Source: an optimization exercise on an open RTL-to-GDS flow (aim: small area and a short achievable clock period). Production flows keep margins and buffers that such runs may drop.
Function was checked by simulation only, so behaviour that the tests miss may differ from the original.

before:
// bv_cp0
module bv_cp0 (
    input  wire        clk,
    input  wire        rst,         
    input  wire        issue,       
    input  wire [5:0]  op,          
    input  wire [23:0] ga,          
    input  wire [23:0] gb,          
    input  wire [23:0] gd,          
    output reg         r1_valid,    
    output reg  [23:0] r1_data,     
    output reg         r1_ill,      
    output reg         r4_valid,    
    output reg  [23:0] r4_data      
);
Size: ~6,300 cells after synthesis, about 850 flip-flops, about 130 I/O pins, roughly 58,000 um2 of cells after synthesis.
clock: 90.0 ns
lec_check: 0
cap_margin: 20
core_margin: 2
core_utilization: 70
place_density: 0.8
slew_margin: 20
run.sh (not shown) runs the stock make flow with config.mk's settings and CLKGATE_MAP_FILE= SYNTH_SCRIPT=/design/flow/synth_recipe.tcl, a recipe that flattens the netlist after the stock synthesis.
Here is what was changed in the inputs of after compared with before.
--- a/flow/design.v
+++ b/flow/design.v
@@ -108,16 +108,16 @@
     reg [23:0] thr [0:3];
     reg [23:0] tab [0:2];
     reg        res_rate;
     reg        res_none;
     reg [9:0]  res_d;
     reg [4:0]  res_fc;
     reg [4:0]  code_cnt;            
-    reg [7:0]  lim_s   [0:9];       
-    reg        lim_sv  [0:9];       
+    reg [7:0]  th_s    [0:9];       
+    reg [8:0]  ex_s;                
     reg [7:0]  cpend;               
     reg [2:0]  cptr;                
     reg        shv;                 
     reg [2:0]  shi;                 
     reg [23:0] shadow;
     reg [71:0] cbuf0, cbuf1;        
     reg [7:0]  cacc0, cacc1;        
@@ -144,41 +144,33 @@
         for (gi = 0; gi < 4; gi = gi + 1) begin : g_thr
             assign thr_oct[3*gi]     = thr[gi][23:16];
             assign thr_oct[3*gi + 1] = thr[gi][15:8];
             assign thr_oct[3*gi + 2] = thr[gi][7:0];
         end
     endgenerate
     wire [8:0] extra = {1'b0, thr_oct[10]} + (res_fc[4] ? 9'd0 : {1'b0, thr_oct[11]});
-    reg  [7:0] lim   [0:9];
-    reg        lim_v [0:9];
-    reg  [9:0] lim_t;
     integer r, k, c;
-    always @* begin
-        for (k = 0; k < 10; k = k + 1) begin
-            lim_t    = {2'b00, thr_oct[k]} + {1'b0, extra};
-            lim[k]   = lim_t[7:0];
-            lim_v[k] = (lim_t[9:8] == 2'b00);
-        end
-    end
     wire        cact  = shv | cpend[cptr];
     wire [2:0]  cidx  = shv ? shi : cptr;
     wire [23:0] cword = shv ? shadow : snr[cptr];
     reg [8:0]  pc0, pc1;            
     reg [4:0]  ps0, ps1;            
     reg [7:0]  snr_k;
+    reg [9:0]  snr_m;               
     reg [2:0]  code_k;
     always @* begin
         ps0 = 5'd0;
         ps1 = 5'd0;
         for (k = 0; k < 3; k = k + 1) begin
             snr_k = cword[23 - 8*k -: 8];
+            snr_m = {2'b00, snr_k} - {1'b0, ex_s};
             for (r = 0; r < 2; r = r + 1) begin
                 code_k = 3'd0;
                 for (c = 1; c <= 5; c = c + 1)
-                    if (lim_sv[5*r + c - 1] && ge8(snr_k, lim_s[5*r + c - 1]))
+                    if (!snr_m[9] && ge8(snr_m[7:0], th_s[5*r + c - 1]))
                         code_k = c[2:0];
                 if (r == 0) begin
                     pc0[8 - 3*k -: 3] = code_k;
                     ps0 = ps0 + {1'b0, code_bits(code_k)};
                 end else begin
                     pc1[8 - 3*k -: 3] = code_k;
                     ps1 = ps1 + {1'b0, code_bits(code_k)};
@@ -361,18 +353,17 @@
             shv <= sh_load;
             shi <= op[2:0];
             if (is_code) begin
                 code_cnt <= 5'd27;
                 cpend    <= 8'hFF;
                 cacc0    <= 8'd0;
                 cacc1    <= 8'd0;
-                for (k = 0; k < 10; k = k + 1) begin
-                    lim_s[k]  <= lim[k];
-                    lim_sv[k] <= lim_v[k];
-                end
+                for (k = 0; k < 10; k = k + 1)
+                    th_s[k] <= thr_oct[k];
+                ex_s <= extra;
             end else begin
                 if (cact) begin
                     cacc0 <= cacc0 + {3'd0, ps0};
                     cacc1 <= cacc1 + {3'd0, ps1};
                 end
                 if (!shv)
                     cpend[cptr] <= 1'b0;
## What came out
- before and after ended up with nearly the same number of sequential cells in the layout.
- Re top fanout value on the critical path: after is 62 up on before.
- Of before and after, before shows the higher fmax, with after below it.
- On synthesis-to-layout area growth, before and after are neck and neck.
- Mean number of vias per cell came out higher on after than on before.

re-timing with driven ports:
No port has a modelled driver above. Below, the same layouts with a new extraction and two added sets of constraints. Step 1, drivers: a clkbuf_16 drives clk and a buf_2 each remaining input, both assumed. Step 2 also shifts input and output timing later by t, the mid clock arrival at the registers, as if the neighbouring blocks saw the same clock. a / b / c = ideal ports / drivers / drivers and shift; a / b = the first two.
run	t, ns	setup WS [ns]	worst setup path after step 2	pins driven straight from the clock port
before	0.744	67.810 / 67.736 / 68.050	input to register	1
after	0.730	67.529 / 67.554 / 66.824	input to register	1
After both steps setup and hold are still met in every run listed. For after, which loses most, drivers alone change the setup slack by +0.025 ns; drivers and shift together by -0.705 ns.
